Context: an optimization exercise on an open-source flow, tuned for small area, a short achievable clock period and few clock cycles per item. The choices shown serve that exercise and are no tape-out recipe.
RTL that was checked went through simulation tests only; none was proved equivalent to the original.

## qg_screen_lane
module qg_screen_lane (
    input  wire         clk,
    input  wire         rst,
    input  wire         in_valid,
    output wire         in_ready,
    input  wire [1:0]   in_fmt,         
    input  wire         in_grey3,       
    input  wire         in_two_rowsets,
    input  wire [7:0]   in_p0,          
    input  wire [7:0]   in_ph,          
    input  wire [7:0]   in_pv,          
    input  wire [7:0]   in_phv,         
    input  wire [15:0]  in_gain,        
    input  wire [111:0] in_theta,       
    input  wire [15:0]  in_mask,        
    input  wire [8:0]   in_share,       
    input  wire         in_zone,        
    input  wire [10:0]  in_k,           
    input  wire [10:0]  in_s,           
    input  wire [11:0]  in_dots2_map,   
    output reg          out_valid,
    output reg  [2:0]   out_logical,
    output reg  [2:0]   out_level,
    output reg          out_rowset,
    output reg          out_pick_b,
    output reg          out_clip
);
Size in the first run: roughly 210 flip-flops, ~20000 um2 of cells after synthesis.
make LEC_CHECK=0 CAP_MARGIN=20 CORE_MARGIN=2 CORE_UTILIZATION=40 PLACE_DENSITY=0.6 SLEW_MARGIN=20 finish   # period 48.0 ns
run.sh (not shown) runs the stock make flow with config.mk's settings and CLKGATE_MAP_FILE= SYNTH_SCRIPT=/design/flow/synth_recipe.tcl, a recipe that flattens the netlist after the stock synthesis.
The first run finished clean.
Next try:
==> flow/flow/run.sh (new file) <==
#!/bin/bash
# Standard layout (standard.sh) with two changes: ABC maps with a delay
# target (flow/abc.script, through flow/synth.tcl), and ports get buf_2
# buffers instead of the default cell.
set -euo pipefail
W=$PWD
bash standard.sh finish SYNTH_SCRIPT=$W/flow/synth.tcl \
  "BUFFER_PORTS_ARGS=-buffer_cell sky130_fd_sc_hd__buf_2" > $W/standard.log 2>&1
==> flow/flow/abc.script (new file) <==
strash
dch
map -D 6000
buffer
upsize -D 6000
dnsize -D 6000
stime -p
==> flow/flow/synth.tcl (new file) <==
# synth_recipe.tcl with ABC's script swapped for flow/abc.script.
proc synth {args} { yosys synth -nofsm -noshare {*}$args }
set ::my_flow_dir [file dirname [file normalize [info script]]]
proc abc {args} {
  set i [lsearch -exact $args -script]
  if {$i >= 0} { set args [lreplace $args $i [expr {$i + 1}] -script $::my_flow_dir/abc.script] }
  set i [lsearch -exact $args -D]
  if {$i >= 0} { set args [lreplace $args $i [expr {$i + 1}]] }
  yosys abc {*}$args
}
source $::env(SCRIPTS_DIR)/synth.tcl
# left out here: clear keep_hierarchy, flatten, clean up, hide names made inside functions, write 1_2_yosys.v
==> flow/standard.sh (new file) <==
#!/bin/bash
# synth_recipe.tcl (not shown) runs the flow's synth.tcl, then flattens the netlist and writes it again
# the make line also repeats each setting of config.mk as NAME=value (left out here)
make -C /OpenROAD-flow-scripts/flow DESIGN_CONFIG=/design/flow/config.mk WORK_HOME=/design/flow/orfs CLKGATE_MAP_FILE= SYNTH_SCRIPT=/design/flow/synth_recipe.tcl "${@:-finish}"
removed: flow/run.sh
Result: Routed wire length grows by 5.2%; first-iteration DRC count grows by 19%; cell count grows by 7.6%; worst hold slack gets better by 0.011 ns; sequential share of layout area grows by 1.4 points; final area shrinks by 7.5%; synthesized area shrinks by 3.4%.
No run of this note included a check of the RTL's function; only the layout flow was run.


Another version of the RTL of qg_screen_lane (not shown whole).
Size: roughly 2000 cells after synthesis, ~220 flip-flops, about 240 I/O pins, ~18000 um^2 of cells after synthesis.
Settings: LEC_CHECK=0, CAP_MARGIN=20, CORE_MARGIN=2, CORE_UTILIZATION=50, CTS_BUF_LIST=sky130_fd_sc_hd__clkbuf_16, CTS_CLUSTER_DIAMETER=120, CTS_CLUSTER_SIZE=35, PLACE_DENSITY=0.7, SLEW_MARGIN=20; clock period 48.0 ns.
standard.sh (not shown) runs the stock make flow with config.mk's settings and CLKGATE_MAP_FILE= SYNTH_SCRIPT=/design/flow/synth_recipe.tcl, a recipe that flattens the netlist after the stock synthesis.
==> flow/flow/run.sh <==
#!/bin/bash
# The standard layout (standard.sh), with these changes:
#  - synthesis (flow/synth.tcl): the standard script, but Yosys's generic
#    ABC pass inside synth is skipped (-noabc), so that the full adders
#    written in the RTL are extracted without inverters around them, and the
#    final ABC mapping uses flow/abc.script;
#  - ports get buf_1 buffers;
#  - repair_timing aims at a slack of SETUP_SLACK_MARGIN below the 48 ns
#    clock, i.e. at the period the design can reach.
# make's output goes to standard.log; ORFS keeps each step's log in orfs/logs.
set -euo pipefail
W=$PWD
bash standard.sh finish SYNTH_SCRIPT=$W/flow/synth.tcl SYNTH_ARGS=-noabc \
  "BUFFER_PORTS_ARGS=-buffer_cell sky130_fd_sc_hd__buf_1" \
  SETUP_SLACK_MARGIN=37.3 > $W/standard.log 2>&1
==> flow/flow/abc.script <==
strash
dc2
dch -f
map -D 4000
buffer
upsize -D 4000
dnsize -D 4000
stime -p
==> flow/flow/synth.tcl <==
# synth_recipe.tcl with ABC's script swapped for flow/abc.script.
proc synth {args} { yosys synth -nofsm -noshare {*}$args }
set ::my_flow_dir [file dirname [file normalize [info script]]]
proc abc {args} {
  set i [lsearch -exact $args -script]
  if {$i >= 0} { set args [lreplace $args $i [expr {$i + 1}] -script $::my_flow_dir/abc.script] }
  set i [lsearch -exact $args -D]
  if {$i >= 0} { set args [lreplace $args $i [expr {$i + 1}]] }
  yosys abc {*}$args
}
source $::env(SCRIPTS_DIR)/synth.tcl
# left out here: clear keep_hierarchy, flatten, clean up, hide names made inside functions, write 1_2_yosys.v
Testbench counts at the start, summed over its fixed seeds: cycles 40,008, items 40,000.
Then changed:
CTS_BUF_LIST = sky130_fd_sc_hd__clkbuf_8   (was sky130_fd_sc_hd__clkbuf_16)
CTS_CLUSTER_DIAMETER = 80   (was 120)
CTS_CLUSTER_SIZE = 20   (was 35)
Result:
- cell area stays flat
- count of clock-buffer cells in the layout is higher by 5
- synthesized cell count is unchanged
- die area is unchanged
- non-clock buffer count came out higher by 1
- maximum frequency barely changes

separate check: timing with driven ports:
How much do the figures lean on ideal ports? The routed layouts below were timed once more, with nothing changed but the port constraints. Step 1 assumes that a clkbuf_16 drives the clock port and a buf_2 every other input. Step 2 times the ports against the registers' clock, not the clock port: input delays grow and output delays shrink by t, the midpoint of the rising clock arrivals with the driver on. Three values: ideal ports, drivers, drivers and shift; two values: the first two.
| run | t (ns) | setup WS [ns] | clock arrival spread, ns | worst register clock-pin slew, ns | pins driven straight from the clock port |
|---|---|---|---|---|---|
| the first run of note 1 | 0.593 | 34.337 / 34.337 / 34.337 | 0.016 / 0.015 | 0.07 / 0.07 | 1 |
| the second run of note 1 | 0.617 | 34.537 / 34.537 / 34.537 | 0.060 / 0.059 | 0.07 / 0.07 | 1 |
| the first run of note 2 | 0.550 | 37.372 / 37.313 / 36.941 | 0.075 / 0.075 | 0.12 / 0.12 | 1 |
| the second run of note 2 | 0.589 | 37.381 / 37.329 / 36.916 | 0.030 / 0.031 | 0.12 / 0.12 | 1 |
After both steps setup and hold are still met in every run listed. The setup slack of the second run of note 2, which loses most, moves by -0.052 ns with the drivers and by -0.465 ns with both steps.
